This is an optimization exercise on Yosys and OpenROAD, whose aim is small area, a short achievable clock period and few clock cycles per item, not a production implementation. Function not checked in this run: the RTL went through the layout flow alone.

==> design/flow/design.v <==
module vfix_lane (
    input  wire        typ,       
    input  wire        rne,       
    input  wire        k15,       
    input  wire        klo,       
    input  wire [16:0] X,
    input  wire [8:0]  one,       
    input  wire [8:0]  two,       
    input  wire [8:0]  nb,        
    input  wire [16:0] A,
    output wire [15:0] res,
    output wire        sat
);
    wire [17:0] Xs = {X[16], X};
    wire [17:0] X2 = {X, 1'b0};
    wire [17:0] pp0 = ((({18{one[0]}} & Xs) | ({18{two[0]}} & X2)) ^ {18{nb[0]}}) ^ 18'h20000;
    wire [17:0] pp1 = ((({18{one[1]}} & Xs) | ({18{two[1]}} & X2)) ^ {18{nb[1]}}) ^ 18'h20000;
    wire [17:0] pp2 = ((({18{one[2]}} & Xs) | ({18{two[2]}} & X2)) ^ {18{nb[2]}}) ^ 18'h20000;
    wire [17:0] pp3 = ((({18{one[3]}} & Xs) | ({18{two[3]}} & X2)) ^ {18{nb[3]}}) ^ 18'h20000;
    wire [17:0] pp4 = ((({18{one[4]}} & Xs) | ({18{two[4]}} & X2)) ^ {18{nb[4]}}) ^ 18'h20000;
    wire [17:0] pp5 = ((({18{one[5]}} & Xs) | ({18{two[5]}} & X2)) ^ {18{nb[5]}}) ^ 18'h20000;
    wire [17:0] pp6 = ((({18{one[6]}} & Xs) | ({18{two[6]}} & X2)) ^ {18{nb[6]}}) ^ 18'h20000;
    wire [17:0] pp7 = ((({18{one[7]}} & Xs) | ({18{two[7]}} & X2)) ^ {18{nb[7]}}) ^ 18'h20000;
    wire [17:0] pp8 = ((({18{one[8]}} & Xs) | ({18{two[8]}} & X2)) ^ {18{nb[8]}}) ^ 18'h20000;
    wire cr0 = ~klo;
    wire cr15 = ~(k15 ^ klo);
    wire cr16 = ~(k15 | klo);
    wire cr17 = (k15 | klo);
    wire ks0, kc0, ks1, kc1, ks2, kc2, ks3, kc3, ks4, kc4, ks5, kc5;
    wire ks6, kc6, ks7, kc7, ks8, kc8, ks9, kc9, ks10, kc10, ks11, kc11;
    wire ks12, kc12, ks13, kc13, ks14, kc14, ks15, kc15, ks16, kc16, ks17, kc17;
    wire ks18, kc18, ks19, kc19, ks20, kc20, hs0, hc0, fs0, fc0, fs1, fc1;
    wire fs2, fc2, fs3, fc3, hs1, hc1, fs4, fc4, hs2, hc2, hs3, hc3;
    wire fs5, fc5, hs4, hc4, fs6, fc6, hs5, hc5, fs7, fc7, fs8, fc8;
    wire hs6, hc6, fs9, fc9, fs10, fc10, fs11, fc11, fs12, fc12, fs13, fc13;
    wire fs14, fc14, fs15, fc15, fs16, fc16, fs17, fc17, fs18, fc18, fs19, fc19;
    wire fs20, fc20, fs21, fc21, fs22, fc22, fs23, fc23, fs24, fc24, fs25, fc25;
    wire hs7, hc7, fs26, fc26, fs27, fc27, fs28, fc28, fs29, fc29, hs8, hc8;
    wire fs30, fc30, fs31, fc31, hs9, hc9, fs32, fc32, hs10, hc10, hs11, hc11;
    wire fs33, fc33, hs12, hc12, fs34, fc34, hs13, hc13, fs35, fc35, fs36, fc36;
    wire fs37, fc37, fs38, fc38, fs39, fc39, fs40, fc40, fs41, fc41, fs42, fc42;
    wire fs43, fc43, fs44, fc44, fs45, fc45, fs46, fc46, fs47, fc47, fs48, fc48;
    wire fs49, fc49, fs50, fc50, fs51, fc51, fs52, fc52, fs53, fc53, fs54, fc54;
    wire fs55, fc55, fs56, fc56, fs57, fc57, fs58, fc58, fs59, fc59, fs60, fc60;
    wire fs61, fc61, fs62, fc62, fs63, fc63, fs64, fc64, fs65, fc65, fs66, fc66;
    wire fs67, fc67, hs14, hc14, fs68, fc68, fs69, fc69, hs15, hc15, fs70, fc70;
    wire hs16, hc16, hs17, hc17, fs71, fc71, fs72, fc72, fs73, fc73, fs74, fc74;
    wire fs75, fc75, fs76, fc76, fs77, fc77, fs78, fc78, fs79, fc79, fs80, fc80;
    wire fs81, fc81, fs82, fc82, fs83, fc83, fs84, fc84, fs85, fc85, fs86, fc86;
    wire fs87, fc87, fs88, fc88, fs89, fc89, fs90, fc90, fs91, fc91, fs92, fc92;
    wire fs93, fc93, fs94, fc94, hs18, hc18, fs95, fc95, hs19, hc19, hs20, hc20;
    wire hs21, hc21, hs22, hc22, fs96, fc96, fs97, fc97, fs98, fc98, fs99, fc99;
    wire fs100, fc100, fs101, fc101, fs102, fc102, fs103, fc103, fs104, fc104, fs105, fc105;
    wire fs106, fc106, fs107, fc107, fs108, fc108, fs109, fc109, fs110, fc110, fs111, fc111;
    wire fs112, fc112, fs113, fc113, fs114, fc114, fs115, fc115, fs116, fc116, fs117, fc117;
    wire fs118, fc118, fs119, fc119, fs120, fc120, fs121, fc121, fs122, fc122, fs123, fc123;
    wire hs23, hc23, fs124, fc124, g0, p0, g1, p1, g2, p2, g3, p3;
    wire g4, p4, g5, p5, g6, p6, g7, p7, g8, p8, g9, p9;
    wire g10, p10, g11, p11, g12, p12, g13, p13, g14, p14, g15, p15;
    wire g16, p16, g17, p17, g18, p18, g19, p19, g20, p20, g21, p21;
    wire g22, p22, g23, p23, g24, p24, g25, p25, g26, p26, g27, p27;
    wire g28, p28, g29, p29, g30, p30, g31, p31, g32, p32, g33, p33;
    wire G0, G1, G2, G3, G4, G5, G6, G7, G8, P8, G9, G10;
    wire P10, G11, G12, P12, G13, P13, G14, G15, G16, P16, G17, P17;
    wire G18, P18, G19, P19, G20, P20, G21, P21, G22, P22, G23, P23;
    wire G24, P24, G25, P25, G26, P26, G27, P27, G28, P28, G29, P29;
    wire G30, P30, G31, P31, G32, P32, G33, P33, G34, P34, G35, P35;
    wire G36, P36, G37, P37, G38, P38, G39, P39, G40, P40, G41, P41;
    wire G42, P42, G43, P43, G44, P44, G45, P45, G46, P46, G47, P47;
    wire G48, P48, G49, P49, G50, P50, C51, C52, C53, C54, C55, C56;
    wire C57, C58, C59, C60, C61, C62, C63, C64, C65, C66, C67, vs0;
    wire vs1, vs2, vs3, vs4, vs5, vs6, vs7, vs8, vs9, vs10, vs11, vs12;
    wire vs13, vs14, vs15, vs16, vs17;
    assign ks0 = ~(nb[1] ^ pp0[2]);
    assign kc0 = nb[1] | pp0[2];
    assign ks1 = ~(pp0[3] ^ pp1[1]);
    assign kc1 = pp0[3] | pp1[1];
    assign ks2 = ~(nb[2] ^ pp0[4]);
    assign kc2 = nb[2] | pp0[4];
    assign ks3 = ~(pp0[5] ^ pp1[3]);
    assign kc3 = pp0[5] | pp1[3];
    assign ks4 = ~(nb[3] ^ pp0[6]);
    assign kc4 = nb[3] | pp0[6];
    assign ks5 = ~(pp0[7] ^ pp1[5]);
    assign kc5 = pp0[7] | pp1[5];
    assign ks6 = ~(nb[4] ^ pp0[8]);
    assign kc6 = nb[4] | pp0[8];
    assign ks7 = ~(pp0[9] ^ pp1[7]);
    assign kc7 = pp0[9] | pp1[7];
    assign ks8 = ~(nb[5] ^ pp0[10]);
    assign kc8 = nb[5] | pp0[10];
    assign ks9 = ~(pp0[11] ^ pp1[9]);
    assign kc9 = pp0[11] | pp1[9];
    assign ks10 = ~(nb[6] ^ pp0[12]);
    assign kc10 = nb[6] | pp0[12];
    assign ks11 = ~(pp0[13] ^ pp1[11]);
    assign kc11 = pp0[13] | pp1[11];
    assign ks12 = ~(nb[7] ^ pp0[14]);
    assign kc12 = nb[7] | pp0[14];
    assign ks13 = ~(A[2] ^ pp1[16]);
    assign kc13 = A[2] | pp1[16];
    assign ks14 = ~(A[4] ^ pp2[16]);
    assign kc14 = A[4] | pp2[16];
    assign ks15 = ~(A[6] ^ pp3[16]);
    assign kc15 = A[6] | pp3[16];
    assign ks16 = ~(A[8] ^ pp4[16]);
    assign kc16 = A[8] | pp4[16];
    assign ks17 = ~(A[10] ^ pp5[16]);
    assign kc17 = A[10] | pp5[16];
    assign ks18 = ~(A[12] ^ pp6[16]);
    assign kc18 = A[12] | pp6[16];
    assign ks19 = ~(A[14] ^ pp7[16]);
    assign kc19 = A[14] | pp7[16];
    assign ks20 = ~(A[16] ^ pp8[16]);
    assign kc20 = A[16] | pp8[16];
    assign hs0 = cr15 ^ pp0[15];
    assign hc0 = cr15 & pp0[15];
    vfix_fa u_fa0 (.a(A[0]), .b(nb[8]), .ci(cr16), .s(fs0), .co(fc0));
    vfix_fa u_fa1 (.a(pp0[16]), .b(pp1[14]), .ci(pp2[12]), .s(fs1), .co(fc1));
    vfix_fa u_fa2 (.a(A[1]), .b(cr17), .ci(pp0[17]), .s(fs2), .co(fc2));
    vfix_fa u_fa3 (.a(pp1[15]), .b(pp2[13]), .ci(pp3[11]), .s(fs3), .co(fc3));
    assign hs1 = pp2[14] ^ pp3[12];
    assign hc1 = pp2[14] & pp3[12];
    vfix_fa u_fa4 (.a(A[3]), .b(pp1[17]), .ci(pp2[15]), .s(fs4), .co(fc4));
    assign hs2 = pp1[8] ^ pp2[6];
    assign hc2 = pp1[8] & pp2[6];
    assign hs3 = pp2[7] ^ pp3[5];
    assign hc3 = pp2[7] & pp3[5];
    vfix_fa u_fa5 (.a(pp1[10]), .b(pp2[8]), .ci(pp3[6]), .s(fs5), .co(fc5));
    assign hs4 = pp4[4] ^ pp5[2];
    assign hc4 = pp4[4] & pp5[2];
    vfix_fa u_fa6 (.a(pp2[9]), .b(pp3[7]), .ci(pp4[5]), .s(fs6), .co(fc6));
    assign hs5 = pp5[3] ^ pp6[1];
    assign hc5 = pp5[3] & pp6[1];
    vfix_fa u_fa7 (.a(pp1[12]), .b(pp2[10]), .ci(pp3[8]), .s(fs7), .co(fc7));
    vfix_fa u_fa8 (.a(pp4[6]), .b(pp5[4]), .ci(pp6[2]), .s(fs8), .co(fc8));
    assign hs6 = pp7[0] ^ kc11;
    assign hc6 = pp7[0] & kc11;
    vfix_fa u_fa9 (.a(pp1[13]), .b(pp2[11]), .ci(pp3[9]), .s(fs9), .co(fc9));
    vfix_fa u_fa10 (.a(pp4[7]), .b(pp5[5]), .ci(pp6[3]), .s(fs10), .co(fc10));
    vfix_fa u_fa11 (.a(pp7[1]), .b(kc12), .ci(hs0), .s(fs11), .co(fc11));
    vfix_fa u_fa12 (.a(fs0), .b(pp3[10]), .ci(pp4[8]), .s(fs12), .co(fc12));
    vfix_fa u_fa13 (.a(pp5[6]), .b(pp6[4]), .ci(pp7[2]), .s(fs13), .co(fc13));
    vfix_fa u_fa14 (.a(pp8[0]), .b(hc0), .ci(fs1), .s(fs14), .co(fc14));
    vfix_fa u_fa15 (.a(fc0), .b(pp4[9]), .ci(pp5[7]), .s(fs15), .co(fc15));
    vfix_fa u_fa16 (.a(pp6[5]), .b(pp7[3]), .ci(pp8[1]), .s(fs16), .co(fc16));
    vfix_fa u_fa17 (.a(fc1), .b(fs2), .ci(fs3), .s(fs17), .co(fc17));
    vfix_fa u_fa18 (.a(pp4[10]), .b(pp5[8]), .ci(pp6[6]), .s(fs18), .co(fc18));
    vfix_fa u_fa19 (.a(pp7[4]), .b(pp8[2]), .ci(hs1), .s(fs19), .co(fc19));
    vfix_fa u_fa20 (.a(ks13), .b(fc2), .ci(fc3), .s(fs20), .co(fc20));
    vfix_fa u_fa21 (.a(pp3[13]), .b(pp4[11]), .ci(pp5[9]), .s(fs21), .co(fc21));
    vfix_fa u_fa22 (.a(pp6[7]), .b(pp7[5]), .ci(pp8[3]), .s(fs22), .co(fc22));
    vfix_fa u_fa23 (.a(hc1), .b(kc13), .ci(fs4), .s(fs23), .co(fc23));
    vfix_fa u_fa24 (.a(pp3[14]), .b(pp4[12]), .ci(pp5[10]), .s(fs24), .co(fc24));
    vfix_fa u_fa25 (.a(pp6[8]), .b(pp7[6]), .ci(pp8[4]), .s(fs25), .co(fc25));
    assign hs7 = ks14 ^ fc4;
    assign hc7 = ks14 & fc4;
    vfix_fa u_fa26 (.a(A[5]), .b(pp2[17]), .ci(pp3[15]), .s(fs26), .co(fc26));
    vfix_fa u_fa27 (.a(pp4[13]), .b(pp5[11]), .ci(pp6[9]), .s(fs27), .co(fc27));
    vfix_fa u_fa28 (.a(pp7[7]), .b(pp8[5]), .ci(kc14), .s(fs28), .co(fc28));
    vfix_fa u_fa29 (.a(pp4[14]), .b(pp5[12]), .ci(pp6[10]), .s(fs29), .co(fc29));
    assign hs8 = pp7[8] ^ pp8[6];
    assign hc8 = pp7[8] & pp8[6];
    vfix_fa u_fa30 (.a(A[7]), .b(pp3[17]), .ci(pp4[15]), .s(fs30), .co(fc30));
    vfix_fa u_fa31 (.a(pp5[13]), .b(pp6[11]), .ci(pp7[9]), .s(fs31), .co(fc31));
    assign hs9 = pp5[14] ^ pp6[12];
    assign hc9 = pp5[14] & pp6[12];
    vfix_fa u_fa32 (.a(A[9]), .b(pp4[17]), .ci(pp5[15]), .s(fs32), .co(fc32));
    assign hs10 = pp1[4] ^ pp2[2];
    assign hc10 = pp1[4] & pp2[2];
    assign hs11 = pp2[3] ^ pp3[1];
    assign hc11 = pp2[3] & pp3[1];
    vfix_fa u_fa33 (.a(pp1[6]), .b(pp2[4]), .ci(pp3[2]), .s(fs33), .co(fc33));
    assign hs12 = pp4[0] ^ kc5;
    assign hc12 = pp4[0] & kc5;
    vfix_fa u_fa34 (.a(pp2[5]), .b(pp3[3]), .ci(pp4[1]), .s(fs34), .co(fc34));
    assign hs13 = kc6 ^ ks7;
    assign hc13 = kc6 & ks7;
    vfix_fa u_fa35 (.a(pp3[4]), .b(pp4[2]), .ci(pp5[0]), .s(fs35), .co(fc35));
    vfix_fa u_fa36 (.a(kc7), .b(hs2), .ci(ks8), .s(fs36), .co(fc36));
    vfix_fa u_fa37 (.a(pp4[3]), .b(pp5[1]), .ci(hc2), .s(fs37), .co(fc37));
    vfix_fa u_fa38 (.a(kc8), .b(hs3), .ci(ks9), .s(fs38), .co(fc38));
    vfix_fa u_fa39 (.a(pp6[0]), .b(hc3), .ci(kc9), .s(fs39), .co(fc39));
    vfix_fa u_fa40 (.a(hs4), .b(ks10), .ci(fs5), .s(fs40), .co(fc40));
    vfix_fa u_fa41 (.a(hc4), .b(kc10), .ci(hs5), .s(fs41), .co(fc41));
    vfix_fa u_fa42 (.a(ks11), .b(fc5), .ci(fs6), .s(fs42), .co(fc42));
    vfix_fa u_fa43 (.a(hc5), .b(ks12), .ci(fc6), .s(fs43), .co(fc43));
    vfix_fa u_fa44 (.a(hs6), .b(fs7), .ci(fs8), .s(fs44), .co(fc44));
    vfix_fa u_fa45 (.a(hc6), .b(fc7), .ci(fc8), .s(fs45), .co(fc45));
    vfix_fa u_fa46 (.a(fs10), .b(fs9), .ci(fs11), .s(fs46), .co(fc46));
    vfix_fa u_fa47 (.a(fc10), .b(fc9), .ci(fs12), .s(fs47), .co(fc47));
    vfix_fa u_fa48 (.a(fs13), .b(fc11), .ci(fs14), .s(fs48), .co(fc48));
    vfix_fa u_fa49 (.a(fc12), .b(fc13), .ci(fs15), .s(fs49), .co(fc49));
    vfix_fa u_fa50 (.a(fs16), .b(fc14), .ci(fs17), .s(fs50), .co(fc50));
    vfix_fa u_fa51 (.a(fc15), .b(fc16), .ci(fs18), .s(fs51), .co(fc51));
    vfix_fa u_fa52 (.a(fs19), .b(fs20), .ci(fc17), .s(fs52), .co(fc52));
    vfix_fa u_fa53 (.a(fc18), .b(fs21), .ci(fs22), .s(fs53), .co(fc53));
    vfix_fa u_fa54 (.a(fc19), .b(fc20), .ci(fs23), .s(fs54), .co(fc54));
    vfix_fa u_fa55 (.a(fc21), .b(fc22), .ci(fs24), .s(fs55), .co(fc55));
    vfix_fa u_fa56 (.a(fs25), .b(hs7), .ci(fc23), .s(fs56), .co(fc56));
    vfix_fa u_fa57 (.a(fc24), .b(fc25), .ci(fs26), .s(fs57), .co(fc57));
    vfix_fa u_fa58 (.a(fs27), .b(hc7), .ci(fs28), .s(fs58), .co(fc58));
    vfix_fa u_fa59 (.a(hs8), .b(ks15), .ci(fc26), .s(fs59), .co(fc59));
    vfix_fa u_fa60 (.a(fc27), .b(fs29), .ci(fc28), .s(fs60), .co(fc60));
    vfix_fa u_fa61 (.a(pp8[7]), .b(hc8), .ci(kc15), .s(fs61), .co(fc61));
    vfix_fa u_fa62 (.a(fc29), .b(fs30), .ci(fs31), .s(fs62), .co(fc62));
    vfix_fa u_fa63 (.a(pp7[10]), .b(pp8[8]), .ci(hs9), .s(fs63), .co(fc63));
    vfix_fa u_fa64 (.a(ks16), .b(fc30), .ci(fc31), .s(fs64), .co(fc64));
    vfix_fa u_fa65 (.a(pp6[13]), .b(pp7[11]), .ci(pp8[9]), .s(fs65), .co(fc65));
    vfix_fa u_fa66 (.a(hc9), .b(kc16), .ci(fs32), .s(fs66), .co(fc66));
    vfix_fa u_fa67 (.a(pp6[14]), .b(pp7[12]), .ci(pp8[10]), .s(fs67), .co(fc67));
    assign hs14 = ks17 ^ fc32;
    assign hc14 = ks17 & fc32;
    vfix_fa u_fa68 (.a(A[11]), .b(pp5[17]), .ci(pp6[15]), .s(fs68), .co(fc68));
    vfix_fa u_fa69 (.a(pp7[13]), .b(pp8[11]), .ci(kc17), .s(fs69), .co(fc69));
    assign hs15 = pp7[14] ^ pp8[12];
    assign hc15 = pp7[14] & pp8[12];
    vfix_fa u_fa70 (.a(A[13]), .b(pp6[17]), .ci(pp7[15]), .s(fs70), .co(fc70));
    assign hs16 = pp1[2] ^ pp2[0];
    assign hc16 = pp1[2] & pp2[0];
    assign hs17 = pp2[1] ^ kc2;
    assign hc17 = pp2[1] & kc2;
    vfix_fa u_fa71 (.a(pp3[0]), .b(kc3), .ci(hs10), .s(fs71), .co(fc71));
    vfix_fa u_fa72 (.a(hc10), .b(kc4), .ci(hs11), .s(fs72), .co(fc72));
    vfix_fa u_fa73 (.a(hc11), .b(ks6), .ci(hs12), .s(fs73), .co(fc73));
    vfix_fa u_fa74 (.a(hc12), .b(fc33), .ci(fs34), .s(fs74), .co(fc74));
    vfix_fa u_fa75 (.a(fc34), .b(hc13), .ci(fs35), .s(fs75), .co(fc75));
    vfix_fa u_fa76 (.a(fc35), .b(fs37), .ci(fc36), .s(fs76), .co(fc76));
    vfix_fa u_fa77 (.a(fc37), .b(fs39), .ci(fc38), .s(fs77), .co(fc77));
    vfix_fa u_fa78 (.a(fc39), .b(fs41), .ci(fc40), .s(fs78), .co(fc78));
    vfix_fa u_fa79 (.a(fc41), .b(fs43), .ci(fc42), .s(fs79), .co(fc79));
    vfix_fa u_fa80 (.a(fc43), .b(fs45), .ci(fc44), .s(fs80), .co(fc80));
    vfix_fa u_fa81 (.a(fc45), .b(fs47), .ci(fc46), .s(fs81), .co(fc81));
    vfix_fa u_fa82 (.a(fc47), .b(fs49), .ci(fc48), .s(fs82), .co(fc82));
    vfix_fa u_fa83 (.a(fc49), .b(fs51), .ci(fc50), .s(fs83), .co(fc83));
    vfix_fa u_fa84 (.a(fc51), .b(fs53), .ci(fc52), .s(fs84), .co(fc84));
    vfix_fa u_fa85 (.a(fc53), .b(fs55), .ci(fc54), .s(fs85), .co(fc85));
    vfix_fa u_fa86 (.a(fc55), .b(fs57), .ci(fs58), .s(fs86), .co(fc86));
    vfix_fa u_fa87 (.a(fs59), .b(fc57), .ci(fs60), .s(fs87), .co(fc87));
    vfix_fa u_fa88 (.a(fs61), .b(fc59), .ci(fs62), .s(fs88), .co(fc88));
    vfix_fa u_fa89 (.a(fc61), .b(fs63), .ci(fs64), .s(fs89), .co(fc89));
    vfix_fa u_fa90 (.a(fs65), .b(fc63), .ci(fc64), .s(fs90), .co(fc90));
    vfix_fa u_fa91 (.a(fc65), .b(fs67), .ci(hs14), .s(fs91), .co(fc91));
    vfix_fa u_fa92 (.a(fc67), .b(fs68), .ci(hc14), .s(fs92), .co(fc92));
    vfix_fa u_fa93 (.a(hs15), .b(ks18), .ci(fc68), .s(fs93), .co(fc93));
    vfix_fa u_fa94 (.a(pp8[13]), .b(hc15), .ci(kc18), .s(fs94), .co(fc94));
    assign hs18 = pp8[14] ^ ks19;
    assign hc18 = pp8[14] & ks19;
    vfix_fa u_fa95 (.a(A[15]), .b(pp7[17]), .ci(pp8[15]), .s(fs95), .co(fc95));
    assign hs19 = nb[0] ^ cr0;
    assign hc19 = nb[0] & cr0;
    assign hs20 = 1'b1 ^ pp0[1];
    assign hc20 = 1'b1 & pp0[1];
    assign hs21 = pp1[0] ^ ks0;
    assign hc21 = pp1[0] & ks0;
    assign hs22 = kc0 ^ ks1;
    assign hc22 = kc0 & ks1;
    vfix_fa u_fa96 (.a(kc1), .b(hs16), .ci(ks2), .s(fs96), .co(fc96));
    vfix_fa u_fa97 (.a(hc16), .b(ks3), .ci(hs17), .s(fs97), .co(fc97));
    vfix_fa u_fa98 (.a(ks4), .b(hc17), .ci(fs71), .s(fs98), .co(fc98));
    vfix_fa u_fa99 (.a(ks5), .b(fc71), .ci(fs72), .s(fs99), .co(fc99));
    vfix_fa u_fa100 (.a(fs33), .b(fc72), .ci(fs73), .s(fs100), .co(fc100));
    vfix_fa u_fa101 (.a(hs13), .b(fc73), .ci(fs74), .s(fs101), .co(fc101));
    vfix_fa u_fa102 (.a(fs36), .b(fc74), .ci(fs75), .s(fs102), .co(fc102));
    vfix_fa u_fa103 (.a(fs38), .b(fc75), .ci(fs76), .s(fs103), .co(fc103));
    vfix_fa u_fa104 (.a(fs40), .b(fc76), .ci(fs77), .s(fs104), .co(fc104));
    vfix_fa u_fa105 (.a(fs42), .b(fc77), .ci(fs78), .s(fs105), .co(fc105));
    vfix_fa u_fa106 (.a(fs44), .b(fc78), .ci(fs79), .s(fs106), .co(fc106));
    vfix_fa u_fa107 (.a(fs46), .b(fc79), .ci(fs80), .s(fs107), .co(fc107));
    vfix_fa u_fa108 (.a(fc80), .b(fs48), .ci(fs81), .s(fs108), .co(fc108));
    vfix_fa u_fa109 (.a(fs50), .b(fc81), .ci(fs82), .s(fs109), .co(fc109));
    vfix_fa u_fa110 (.a(fs52), .b(fc82), .ci(fs83), .s(fs110), .co(fc110));
    vfix_fa u_fa111 (.a(fs54), .b(fc83), .ci(fs84), .s(fs111), .co(fc111));
    vfix_fa u_fa112 (.a(fs56), .b(fc84), .ci(fs85), .s(fs112), .co(fc112));
    vfix_fa u_fa113 (.a(fc56), .b(fs86), .ci(fc85), .s(fs113), .co(fc113));
    vfix_fa u_fa114 (.a(fc58), .b(fc86), .ci(fs87), .s(fs114), .co(fc114));
    vfix_fa u_fa115 (.a(fc60), .b(fs88), .ci(fc87), .s(fs115), .co(fc115));
    vfix_fa u_fa116 (.a(fc62), .b(fc88), .ci(fs89), .s(fs116), .co(fc116));
    vfix_fa u_fa117 (.a(fs66), .b(fc89), .ci(fs90), .s(fs117), .co(fc117));
    vfix_fa u_fa118 (.a(fc66), .b(fs91), .ci(fc90), .s(fs118), .co(fc118));
    vfix_fa u_fa119 (.a(fs69), .b(fs92), .ci(fc91), .s(fs119), .co(fc119));
    vfix_fa u_fa120 (.a(fc69), .b(fs93), .ci(fc92), .s(fs120), .co(fc120));
    vfix_fa u_fa121 (.a(fs70), .b(fs94), .ci(fc93), .s(fs121), .co(fc121));
    vfix_fa u_fa122 (.a(fc70), .b(hs18), .ci(fc94), .s(fs122), .co(fc122));
    vfix_fa u_fa123 (.a(kc19), .b(hc18), .ci(fs95), .s(fs123), .co(fc123));
    assign hs23 = ks20 ^ fc95;
    assign hc23 = ks20 & fc95;
    vfix_fa u_fa124 (.a(A[16]), .b(pp8[17]), .ci(kc20), .s(fs124), .co(fc124));
    assign g0 = pp0[0] & hs19;
    assign p0 = pp0[0] ^ hs19;
    assign g1 = hc19 & hs20;
    assign p1 = hc19 ^ hs20;
    assign g2 = hc20 & hs21;
    assign p2 = hc20 ^ hs21;
    assign g3 = hc21 & hs22;
    assign p3 = hc21 ^ hs22;
    assign g4 = hc22 & fs96;
    assign p4 = hc22 ^ fs96;
    assign g5 = fc96 & fs97;
    assign p5 = fc96 ^ fs97;
    assign g6 = fc97 & fs98;
    assign p6 = fc97 ^ fs98;
    assign g7 = fc98 & fs99;
    assign p7 = fc98 ^ fs99;
    assign g8 = fc99 & fs100;
    assign p8 = fc99 ^ fs100;
    assign g9 = fc100 & fs101;
    assign p9 = fc100 ^ fs101;
    assign g10 = fc101 & fs102;
    assign p10 = fc101 ^ fs102;
    assign g11 = fc102 & fs103;
    assign p11 = fc102 ^ fs103;
    assign g12 = fc103 & fs104;
    assign p12 = fc103 ^ fs104;
    assign g13 = fc104 & fs105;
    assign p13 = fc104 ^ fs105;
    assign g14 = fc105 & fs106;
    assign p14 = fc105 ^ fs106;
    assign g15 = fc106 & fs107;
    assign p15 = fc106 ^ fs107;
    assign g16 = fc107 & fs108;
    assign p16 = fc107 ^ fs108;
    assign g17 = fc108 & fs109;
    assign p17 = fc108 ^ fs109;
    assign g18 = fc109 & fs110;
    assign p18 = fc109 ^ fs110;
    assign g19 = fc110 & fs111;
    assign p19 = fc110 ^ fs111;
    assign g20 = fc111 & fs112;
    assign p20 = fc111 ^ fs112;
    assign g21 = fc112 & fs113;
    assign p21 = fc112 ^ fs113;
    assign g22 = fc113 & fs114;
    assign p22 = fc113 ^ fs114;
    assign g23 = fc114 & fs115;
    assign p23 = fc114 ^ fs115;
    assign g24 = fc115 & fs116;
    assign p24 = fc115 ^ fs116;
    assign g25 = fc116 & fs117;
    assign p25 = fc116 ^ fs117;
    assign g26 = fc117 & fs118;
    assign p26 = fc117 ^ fs118;
    assign g27 = fc118 & fs119;
    assign p27 = fc118 ^ fs119;
    assign g28 = fc119 & fs120;
    assign p28 = fc119 ^ fs120;
    assign g29 = fc120 & fs121;
    assign p29 = fc120 ^ fs121;
    assign g30 = fc121 & fs122;
    assign p30 = fc121 ^ fs122;
    assign g31 = fc122 & fs123;
    assign p31 = fc122 ^ fs123;
    assign g32 = fc123 & hs23;
    assign p32 = fc123 ^ hs23;
    assign g33 = hc23 & fs124;
    assign p33 = hc23 ^ fs124;
    wire cin0 = rne ? (p16 ^ A[0]) : 1'b1;
    assign G0 = g0 | (p0 & cin0);
    assign G1 = g1 | (p1 & G0);
    assign G2 = g2 | (p2 & G1);
    assign G3 = g3 | (p3 & G2);
    assign G4 = g4 | (p4 & G3);
    assign G5 = g5 | (p5 & G4);
    assign G6 = g6 | (p6 & G5);
    assign G7 = g7 | (p7 & G6);
    assign G8 = g9 | (p9 & g8);
    assign P8 = p9 & p8;
    assign G9 = G8 | (P8 & G7);
    assign G10 = g11 | (p11 & g10);
    assign P10 = p11 & p10;
    assign G11 = G10 | (P10 & G9);
    assign G12 = g13 | (p13 & g12);
    assign P12 = p13 & p12;
    assign G13 = g15 | (p15 & g14);
    assign P13 = p15 & p14;
    assign G14 = G12 | (P12 & G11);
    assign G15 = G13 | (P13 & G14);
    assign G16 = g17 | (p17 & g16);
    assign P16 = p17 & p16;
    assign G17 = g19 | (p19 & g18);
    assign P17 = p19 & p18;
    assign G18 = g21 | (p21 & g20);
    assign P18 = p21 & p20;
    assign G19 = g23 | (p23 & g22);
    assign P19 = p23 & p22;
    assign G20 = g25 | (p25 & g24);
    assign P20 = p25 & p24;
    assign G21 = g27 | (p27 & g26);
    assign P21 = p27 & p26;
    assign G22 = g29 | (p29 & g28);
    assign P22 = p29 & p28;
    assign G23 = g31 | (p31 & g30);
    assign P23 = p31 & p30;
    assign G24 = g33 | (p33 & g32);
    assign P24 = p33 & p32;
    assign G25 = g18 | (p18 & G16);
    assign P25 = p18 & P16;
    assign G26 = G17 | (P17 & G16);
    assign P26 = P17 & P16;
    assign G27 = g22 | (p22 & G18);
    assign P27 = p22 & P18;
    assign G28 = G19 | (P19 & G18);
    assign P28 = P19 & P18;
    assign G29 = g26 | (p26 & G20);
    assign P29 = p26 & P20;
    assign G30 = G21 | (P21 & G20);
    assign P30 = P21 & P20;
    assign G31 = g30 | (p30 & G22);
    assign P31 = p30 & P22;
    assign G32 = G23 | (P23 & G22);
    assign P32 = P23 & P22;
    assign G33 = g20 | (p20 & G26);
    assign P33 = p20 & P26;
    assign G34 = G18 | (P18 & G26);
    assign P34 = P18 & P26;
    assign G35 = G27 | (P27 & G26);
    assign P35 = P27 & P26;
    assign G36 = G28 | (P28 & G26);
    assign P36 = P28 & P26;
    assign G37 = g28 | (p28 & G30);
    assign P37 = p28 & P30;
    assign G38 = G22 | (P22 & G30);
    assign P38 = P22 & P30;
    assign G39 = G31 | (P31 & G30);
    assign P39 = P31 & P30;
    assign G40 = G32 | (P32 & G30);
    assign P40 = P32 & P30;
    assign G41 = g24 | (p24 & G36);
    assign P41 = p24 & P36;
    assign G42 = G20 | (P20 & G36);
    assign P42 = P20 & P36;
    assign G43 = G29 | (P29 & G36);
    assign P43 = P29 & P36;
    assign G44 = G30 | (P30 & G36);
    assign P44 = P30 & P36;
    assign G45 = G37 | (P37 & G36);
    assign P45 = P37 & P36;
    assign G46 = G38 | (P38 & G36);
    assign P46 = P38 & P36;
    assign G47 = G39 | (P39 & G36);
    assign P47 = P39 & P36;
    assign G48 = G40 | (P40 & G36);
    assign P48 = P40 & P36;
    assign G49 = g32 | (p32 & G48);
    assign P49 = p32 & P48;
    assign G50 = G24 | (P24 & G48);
    assign P50 = P24 & P48;
    assign C51 = g16 | (p16 & G15);
    assign C52 = G16 | (P16 & G15);
    assign C53 = G25 | (P25 & G15);
    assign C54 = G26 | (P26 & G15);
    assign C55 = G33 | (P33 & G15);
    assign C56 = G34 | (P34 & G15);
    assign C57 = G35 | (P35 & G15);
    assign C58 = G36 | (P36 & G15);
    assign C59 = G41 | (P41 & G15);
    assign C60 = G42 | (P42 & G15);
    assign C61 = G43 | (P43 & G15);
    assign C62 = G44 | (P44 & G15);
    assign C63 = G45 | (P45 & G15);
    assign C64 = G46 | (P46 & G15);
    assign C65 = G47 | (P47 & G15);
    assign C66 = G48 | (P48 & G15);
    assign C67 = G49 | (P49 & G15);
    assign vs0 = p16 ^ G15;
    assign vs1 = p17 ^ C51;
    assign vs2 = p18 ^ C52;
    assign vs3 = p19 ^ C53;
    assign vs4 = p20 ^ C54;
    assign vs5 = p21 ^ C55;
    assign vs6 = p22 ^ C56;
    assign vs7 = p23 ^ C57;
    assign vs8 = p24 ^ C58;
    assign vs9 = p25 ^ C59;
    assign vs10 = p26 ^ C60;
    assign vs11 = p27 ^ C61;
    assign vs12 = p28 ^ C62;
    assign vs13 = p29 ^ C63;
    assign vs14 = p30 ^ C64;
    assign vs15 = p31 ^ C65;
    assign vs16 = p32 ^ C66;
    assign vs17 = p33 ^ C67;
    wire [17:0] v = {vs17, vs16, vs15, vs14, vs13, vs12, vs11, vs10, vs9, vs8, vs7, vs6, vs5, vs4, vs3, vs2, vs1, vs0};
    wire ovf_q = ~((v[17] == v[16]) & (v[16] == v[15]));
    wire ovf_u = v[17] | v[16];
    assign sat = typ ? ovf_u : ovf_q;
    assign res = typ ? (ovf_u ? {16{~v[17]}} : v[15:0])
                     : (ovf_q ? {v[17], {15{~v[17]}}} : v[15:0]);
endmodule
module vfix_fa (
    input  wire a,
    input  wire b,
    input  wire ci,
    output wire s,
    output wire co
);
    assign s  = a ^ b ^ ci;
    assign co = (a & b) | (a & ci) | (b & ci);
endmodule
module vfix_unit #(
    parameter LANES = 4
) (
    input  wire                  clk,
    input  wire                  rst,
    input  wire                  in_valid,
    output wire                  in_ready,
    input  wire [2:0]            in_func,
    input  wire                  in_type,
    input  wire [1:0]            in_rnd,
    input  wire                  in_zero,
    input  wire [LANES-1:0]      in_pred,
    input  wire [16*LANES-1:0]   in_a,
    input  wire [16*LANES-1:0]   in_b,
    input  wire [16*LANES-1:0]   in_c,
    input  wire [16*LANES-1:0]   in_d,
    output reg                   out_valid,
    output reg  [16*LANES-1:0]   out_d,
    output reg                   out_sat
);
    assign in_ready = 1'b1;
    wire f_fma  = (in_func == 3'd1);
    wire f_fms  = (in_func == 3'd2);
    wire f_lerp = (in_func == 3'd3);
    wire f_add  = (in_func == 3'd4);
    wire f_sub  = (in_func == 3'd5);
    wire f_rsh  = (in_func == 3'd6);
    wire f_conv = (in_func == 3'd7);
    wire f_pow2 = in_func[2];            
    wire typ    = in_type;
    wire a_sgn  = f_conv ? typ : ~typ;   
    wire neg    = f_fms | f_sub;         
    wire k15 = f_fms ? (in_rnd != 2'd0) : (in_rnd != 2'd1);
    wire klo = f_fms & ~in_rnd[1];
    wire sx_lerp = f_lerp;
    wire sx_sub  = f_sub;
    wire sx_a    = ~f_lerp & ~f_sub;
    reg [17*LANES-1:0] p_x, p_a;
    reg [9*LANES-1:0]  p_one, p_two, p_nb;
    reg [15:0] a, b, c, d, a16;
    reg [15:0] sg, sp;
    reg [16:0] sg0, sp0;
    reg [16:0] sg1, sp1;
    reg [16:0] sg2, sp2;
    reg [16:0] sg3, sp3;
    reg [16:0] sg4, sp4;
    reg [16:0] bma;
    reg [17:0] yp, y;
    reg [18:0] ye;
    reg        pr, sa_d, sa_c, sa_a, sa_b, sy_c, sy_b, sy_b2, sy_p;
    integer l, j;
    always @* begin
        for (l = 0; l < LANES; l = l + 1) begin
            a  = in_a[16*l +: 16];
            b  = in_b[16*l +: 16];
            c  = in_c[16*l +: 16];
            d  = in_d[16*l +: 16];
            pr = in_pred[l];
            sg = b & ~a;
            sp = ~(b ^ a);
            sg0[1] = sg[0] | (sp[0] & 1'b1);
            sg0[3] = sg[2] | (sp[2] & sg[1]);
            sp0[3] = sp[2] & sp[1];
            sg0[5] = sg[4] | (sp[4] & sg[3]);
            sp0[5] = sp[4] & sp[3];
            sg0[7] = sg[6] | (sp[6] & sg[5]);
            sp0[7] = sp[6] & sp[5];
            sg0[9] = sg[8] | (sp[8] & sg[7]);
            sp0[9] = sp[8] & sp[7];
            sg0[11] = sg[10] | (sp[10] & sg[9]);
            sp0[11] = sp[10] & sp[9];
            sg0[13] = sg[12] | (sp[12] & sg[11]);
            sp0[13] = sp[12] & sp[11];
            sg0[15] = sg[14] | (sp[14] & sg[13]);
            sp0[15] = sp[14] & sp[13];
            sg1[2] = sg[1] | (sp[1] & sg0[1]);
            sp1[2] = sp[1] & 1'b0;
            sg1[3] = sg0[3] | (sp0[3] & sg0[1]);
            sp1[3] = sp0[3] & 1'b0;
            sg1[6] = sg[5] | (sp[5] & sg0[5]);
            sp1[6] = sp[5] & sp0[5];
            sg1[7] = sg0[7] | (sp0[7] & sg0[5]);
            sp1[7] = sp0[7] & sp0[5];
            sg1[10] = sg[9] | (sp[9] & sg0[9]);
            sp1[10] = sp[9] & sp0[9];
            sg1[11] = sg0[11] | (sp0[11] & sg0[9]);
            sp1[11] = sp0[11] & sp0[9];
            sg1[14] = sg[13] | (sp[13] & sg0[13]);
            sp1[14] = sp[13] & sp0[13];
            sg1[15] = sg0[15] | (sp0[15] & sg0[13]);
            sp1[15] = sp0[15] & sp0[13];
            sg2[4] = sg[3] | (sp[3] & sg1[3]);
            sp2[4] = sp[3] & sp1[3];
            sg2[5] = sg0[5] | (sp0[5] & sg1[3]);
            sp2[5] = sp0[5] & sp1[3];
            sg2[6] = sg1[6] | (sp1[6] & sg1[3]);
            sp2[6] = sp1[6] & sp1[3];
            sg2[7] = sg1[7] | (sp1[7] & sg1[3]);
            sp2[7] = sp1[7] & sp1[3];
            sg2[12] = sg[11] | (sp[11] & sg1[11]);
            sp2[12] = sp[11] & sp1[11];
            sg2[13] = sg0[13] | (sp0[13] & sg1[11]);
            sp2[13] = sp0[13] & sp1[11];
            sg2[14] = sg1[14] | (sp1[14] & sg1[11]);
            sp2[14] = sp1[14] & sp1[11];
            sg2[15] = sg1[15] | (sp1[15] & sg1[11]);
            sp2[15] = sp1[15] & sp1[11];
            sg3[8] = sg[7] | (sp[7] & sg2[7]);
            sp3[8] = sp[7] & sp2[7];
            sg3[9] = sg0[9] | (sp0[9] & sg2[7]);
            sp3[9] = sp0[9] & sp2[7];
            sg3[10] = sg1[10] | (sp1[10] & sg2[7]);
            sp3[10] = sp1[10] & sp2[7];
            sg3[11] = sg1[11] | (sp1[11] & sg2[7]);
            sp3[11] = sp1[11] & sp2[7];
            sg3[12] = sg2[12] | (sp2[12] & sg2[7]);
            sp3[12] = sp2[12] & sp2[7];
            sg3[13] = sg2[13] | (sp2[13] & sg2[7]);
            sp3[13] = sp2[13] & sp2[7];
            sg3[14] = sg2[14] | (sp2[14] & sg2[7]);
            sp3[14] = sp2[14] & sp2[7];
            sg3[15] = sg2[15] | (sp2[15] & sg2[7]);
            sp3[15] = sp2[15] & sp2[7];
            sg4[16] = sg[15] | (sp[15] & sg3[15]);
            sp4[16] = sp[15] & sp3[15];
            bma = {~sg4[16], sp[15] ^ sg3[15], sp[14] ^ sg3[14], sp[13] ^ sg3[13], sp[12] ^ sg3[12], sp[11] ^ sg3[11], sp[10] ^ sg3[10], sp[9] ^ sg3[9], sp[8] ^ sg3[8], sp[7] ^ sg2[7], sp[6] ^ sg2[6], sp[5] ^ sg2[5], sp[4] ^ sg2[4], sp[3] ^ sg1[3], sp[2] ^ sg1[2], sp[1] ^ sg0[1], sp[0] ^ 1'b1};
            p_x[17*l +: 17] = ({17{sx_lerp}} & bma)
                            | ({17{sx_sub}}  & {~typ & b[15], b})
                            | ({17{sx_a}}    & {a_sgn & a[15], a});
            sa_d = ~pr & ~in_zero;
            sa_c = pr & (f_fma | f_fms);
            sa_a = pr & (f_lerp | f_sub | (f_conv & typ));
            sa_b = pr & f_add;
            a16  = ({16{sa_d}} & d) | ({16{sa_c}} & c) | ({16{sa_a}} & a) | ({16{sa_b}} & b);
            p_a[17*l +: 17] = {a16[15] & (~typ | (pr & f_conv)), a16};
            sy_c  = pr & f_lerp;
            sy_b  = pr & ~f_pow2 & ~f_lerp & typ;
            sy_b2 = pr & ~f_pow2 & ~f_lerp & ~typ;
            sy_p  = pr & f_pow2;
            for (j = 0; j < 18; j = j + 1)
                yp[j] = f_rsh ? (b[3:0] == 16 - j)
                              : ((f_conv & ~typ) ? (j == 15) : (j == 16));
            y = ({18{sy_c}} & {2'b00, c}) | ({18{sy_b}} & {2'b00, b})
              | ({18{sy_b2}} & {b[15], b, 1'b0}) | ({18{sy_p}} & yp);
            ye = {y, 1'b0};
            for (j = 0; j < 9; j = j + 1) begin
                p_one[9*l+j] = ye[2*j+1] ^ ye[2*j];
                p_two[9*l+j] = (ye[2*j+2] & ~ye[2*j+1] & ~ye[2*j]) | (~ye[2*j+2] & ye[2*j+1] & ye[2*j]);
                p_nb[9*l+j]  = ye[2*j+2] ^ neg;
            end
        end
    end
    reg                 s1_valid;
    reg                 s1_typ, s1_rne, s1_k15, s1_klo;
    reg [17*LANES-1:0]  s1_x, s1_a;
    reg [9*LANES-1:0]   s1_one, s1_two, s1_nb;
    always @(posedge clk) begin
        if (rst)
            s1_valid <= 1'b0;
        else
            s1_valid <= in_valid;
        s1_typ <= typ;
        s1_rne <= in_rnd[1];
        s1_k15 <= k15;
        s1_klo <= klo;
        s1_x   <= p_x;
        s1_a   <= p_a;
        s1_one <= p_one;
        s1_two <= p_two;
        s1_nb  <= p_nb;
    end
    wire [16*LANES-1:0] lane_res;
    wire [LANES-1:0]    lane_sat;
    genvar i;
    generate
        for (i = 0; i < LANES; i = i + 1) begin : g_lane
            vfix_lane u_lane (
                .typ (s1_typ),
                .rne (s1_rne),
                .k15 (s1_k15),
                .klo (s1_klo),
                .X   (s1_x[17*i +: 17]),
                .one (s1_one[9*i +: 9]),
                .two (s1_two[9*i +: 9]),
                .nb  (s1_nb[9*i +: 9]),
                .A   (s1_a[17*i +: 17]),
                .res (lane_res[16*i +: 16]),
                .sat (lane_sat[i])
            );
        end
    endgenerate
    always @(posedge clk) begin
        if (rst)
            out_valid <= 1'b0;
        else
            out_valid <= s1_valid;
        out_d   <= lane_res;
        out_sat <= |lane_sat;
    end
endmodule
==> design/flow/flow/run.sh <==
#!/bin/bash
# Standard synthesis, then the standard layout steps with a stronger timing
# repair: the repair aims at a setup slack of MARGIN ns (the clock period
# and constraints are unchanged), may resize cells across footprints, and
# the port buffers are buf_2 cells.
set -euo pipefail
MARGIN=18.5
bash standard.sh synth > synth.log 2>&1
bash standard.sh SETUP_SLACK_MARGIN=$MARGIN MATCH_CELL_FOOTPRINT=0 \
    "BUFFER_PORTS_ARGS=-buffer_cell sky130_fd_sc_hd__buf_2" finish > layout.log 2>&1
==> design/flow/standard.sh <==
#!/bin/bash
# synth_recipe.tcl (not shown) runs the flow's synth.tcl, then flattens the netlist and writes it again
# the make line also repeats each setting of config.mk as NAME=value (left out here)
make -C /OpenROAD-flow-scripts/flow DESIGN_CONFIG=/design/flow/config.mk WORK_HOME=/design/flow/orfs CLKGATE_MAP_FILE= SYNTH_SCRIPT=/design/flow/synth_recipe.tcl "${@:-finish}"
==> design/flow/config.mk <==
export PLATFORM = sky130hd
export DESIGN_NAME = vfix_unit
export DESIGN_NICKNAME = vfix_unit
export VERILOG_FILES = /design/flow/design.v
export SDC_FILE = /design/flow/constraint.sdc
export NUM_CORES = 8
export LEC_CHECK = 0
export ABC_AREA = 1
export CAP_MARGIN = 20
export CORE_MARGIN = 2
export CORE_UTILIZATION = 50
export SLEW_MARGIN = 20
export SYNTH_HIERARCHICAL = 1
==> design/flow/constraint.sdc <==
create_clock -name core_clock -period 25.0 [get_ports {clk}]
set_input_delay 5.0000 -clock core_clock [delete_from_list [all_inputs] [get_ports {clk}]]
set_output_delay 5.0000 -clock core_clock [all_outputs]
set_load 0.01 [all_outputs]
==> summary.txt <==
* Run status: timing/DRC/antenna clean
* Post-DRT Antenna Nets at 0
* Total track usage at between 30% and 40%
* Max frequency at 144 MHz
* Share of post-route cells with drive strength above 1 at roughly 20%
* Crit-path max FO at 16
* Die span in x at 315 um
* Reg2reg start: s1_one[3]
* Post-synth top area cell: fa_1
* Design Area, Final at around 57,000 um2
* Post-synth cell types at between 40 and 50
* CP max stage delay at roughly 0.52 ns
* Clk latency of the worst-skew pair at between 0.6 and 0.7 ns
* Cell mode on critical path: fa_1
* Tcrit/Tclk final at between 20% and 30%
* Layout area overhead at 18.7%
* Initial antenna violation count at 27
* TritonRoute pass-1 iters at 6
* Sink Count at 315
* Core area at ~95,000 um2
* Routed via count at ~47k
* Grt total ovfl at 0
* Post-DR wirelength/cell at 22.1 um
* Worst EP required at 25.50 ns
* First-pass GRT wire length at between 200,000 and 300,000 um
* Max Cap Violations at 0
* Worst Setup End Kind: register
* Post-synth EDFFs at 0
* Final nets at between 8k and 9k
* Pin count of the biggest net entering global routing at 50
* Final Max Slew Viols at 0
* Post-DP HPWL at approximately 130,000 um
* Gpl congestion at around 1
* Cell Area, Synth at 48,300 um2
* I/O pin total at roughly 340
* Crit path kind: reg2reg
* Reg2reg path depth at 30
* Clock Root Buffer: clkbuf_16
* Final setup violation count at 0
* Share of flip-flops with an asynchronous set or reset at 0%
* DP Area at roughly 51,000 um2
* Worst endpoint data arrival time at 7.43 ns
* CTS buffer count at 39
* Vias in the first global route at between 40k and 50k
* Reg clk slew, reported paths at about 0.06 ns
* CTS max path bufs at 3
* Setup Skew at 0.0412 ns
* Worst Hold Launch: s1_valid
* DRC at 0
* Final setup TNS at 0 ns
* Reg2reg end: out_sat
* Crit path launch type: register
* Hold Crit Depth at 2
* Synth top area cells: fa_1 (22%), dfxtp_1 (13%), xor2_1 (13%), nand2_1 (12%), ha_1 (9.8%)
* Slowest CP cell: fa_1
* Min-Delay Endpoint: out_valid
* Synth Area per Inst at 7.57 um2
* I/O Buffers at about 340
* Family with the most delay on the worst path: adder cells
* Die H at 315 um
* Hold WC Path Type: reg2reg
* DRT iter0 DRCs at 4,507
* Routed WL at 180,000 um
* Synthesized netlist cell count at 6,380
* Hold Fails Final Rpt at 0
* Top cell type's share of synthesized area at between 20% and 30%
* Yosys reg bits at 315
* RSZ-0062 raised after global routing: true
* Minimum clock period at between 6 and 7 ns
* Routed vias/inst at 5.80
* Ys flop type: dfxtp_1
* Reg2reg setup slack at roughly 18 ns
* Initial Util at ~50%
* Rel. slew slack at between 20 and 25%
* Die ar. at 99,100 um2
* Worst Path Buf+Inv at 5
* FP Rows at roughly 110
* Post-route insts no fill at 8,176
* Synth warnings at 7
* Sequential element share of the synthesized area at between 10% and 20%
* Htree depth at 2
* Worst Tran Pin Value at 1.17 ns
* CTS tree: built
* Cells after DPL at 7,697
-- final cells by class --
class	count	area, um2
well taps	1265	1580
fillers	8869	38000
clock inverters	16	153
flip-flops and latches	315	6360
clock buffers	53	1110
inverters	928	3970
diodes	17	42.5
repair buffers	758	5390
repair inverters	1	5.00
multi-input cells	4823	38700
-- cell usage in the layout (no fill, tap or decap), drive strengths merged --
| master | instances |
|---|---|
| nor3 | 19 |
| o221ai | 32 |
| o22ai | 592 |
| nand4 | 142 |
| clkinv | 16 |
| or4 | 1 |
| o21ai | 128 |
| o21a | 8 |
| ha | 378 |
| xnor2 | 24 |
| nand3b | 17 |
| o211ai | 2 |
| xor2 | 702 |
| and2 | 2 |
| nand3 | 309 |
| conb | 5 |
| a21boi | 8 |
| buf | 741 |
| dfxtp | 315 |
| diode | 17 |
| and3 | 4 |
| nand2 | 1524 |
| clkinvlp | 118 |
| inv | 809 |
| a32oi | 4 |
| bufinv | 2 |
| nor4 | 1 |
| a21oi | 147 |
| clkbuf | 70 |
| nor3b | 4 |
| or2 | 2 |
| a211oi | 8 |
| o2111ai | 26 |
| nor2 | 213 |
| o211a | 1 |
| fa | 520 |
-- how the worst max path moves through the flow --
| stage | startpoint | slack (ns) | to | depth (start not counted) |
|---|---|---|---|---|
| after floorplan | in_a[42] | 18.40 | s1_x[49] | 11 |
| after global placement | in_func[2] | 16.95 | s1_nb[3] | 7 |
| after detailed placement | in_func[2] | 16.82 | s1_nb[5] | 7 |
| after CTS | s1_k15 | 18.20 | out_sat | 48 |
| after global routing | s1_klo | 17.72 | out_sat | 48 |
| final | s1_one[3] | 18.07 | out_sat | 30 |
-- Yosys stat by module (local to each module, per instance) --
module | area, um2 | cells | flip-flops and latches | times used
vfix_unit | 16000 | 2280 | 315 | 1
vfix_lane | 5570 | 900 | 0 | 4
vfix_fa | 20.0 | 1 | 0 | 500
-- cell families (layout without fill, tap and decap cells) --
| logic type | Yosys count | after routing | synth area share (%) |
|---|---|---|---|
| AND/OR/NAND/NOR | 2233 | 2238 | 20.1 |
| buffers and inverters | 1250 | 1756 | 9.98 |
| AO/OA/AOI/OAI | 956 | 956 | 12.4 |
| adder cells (fa/ha/maj) | 898 | 898 | 31.3 |
| XOR/XNOR | 726 | 726 | 13.2 |
| flip-flops | 315 | 315 | 13.1 |
| other | 2 | 22 | 0.0156 |
-- metrics by stage --
stage	hold slack (ns)	util (%)	setup WS (ns)
2_1_floorplan	0.388	-	18.40
3_3_place_gp	0.393	53.6	16.95
3_5_place_dp	0.400	53.6	16.82
4_1_cts	0.407	58.5	18.20
5_1_grt	0.436	60.1	17.72
6_report	0.406	60.2	18.07
-- state kept, by name (all words and copies together), names as in the netlist --
signal,flops
s1_typ,1
s1_a,68
s1_one,36
s1_valid,1
s1_rne,1
s1_klo,1
s1_x,68
s1_nb,36
out_valid,1
s1_k15,1
s1_two,36
out_d,64
out_sat,1
-- cell usage after synthesis (all sizes together), types with 4 or more instances --
cell type / number
nor2: 212
a21boi: 8
nor3b: 4
fa: 520
and3: 4
clkbuf: 214
nand3b: 17
ha: 378
inv: 848
o21a: 8
nor3: 19
buf: 108
xor2: 702
nand4: 142
a211oi: 8
dfxtp: 315
a32oi: 4
o22ai: 592
o221ai: 32
a21oi: 147
clkinv: 80
o21ai: 128
nand2: 1520
o2111ai: 26
nand3: 309
xnor2: 24
-- worst min-delay path, stage by stage (launching register included) --
cell and delay, ns:
dfxtp_1 0.30, inv_1 0.04, nor2_1 0.03
-- timing repair --
action	4_1_cts	5_1_grt
pin swaps	70	133
buffers inserted	277	102
gates cloned	10	4
endpoints found under the setup margin	282	166
resized for setup	267	173
hold buffers	0	0
-- per-layer routing --
layer,global-route usage [%],wire [um],vias up
li1,-,-,21700
met1,46.9,73500,22700
met2,56.0,80100,2447
met3,8.36,18200,512
met4,14.1,8340,24
met5,0,153,-

## port drivers added, routing unchanged
The results above use ideal ports. As a check the final layout listed here was re-extracted and re-timed, cells and wires unchanged. Step 1 sets driving cells, clkbuf_16 on the clock port and buf_2 on the other inputs (assumed; they add their load-dependent delay and slew). Step 2 also shifts input and output timing later by t, the mid clock arrival at the registers, as if the neighbouring blocks saw the same clock. a / b / c = no drivers / after step 1 / after step 2; a / b = the first two.
shift t [ns]: 0.674
setup slack, ns: 18.069 / 18.069 / 17.859
latest minus earliest clock arrival (ns): 0.046 / 0.046
worst register clock-pin slew, ns: 0.06 / 0.06
After both steps this run still meets setup and hold. For this run, drivers alone change the setup slack by 0.000 ns; drivers and shift together by -0.210 ns.
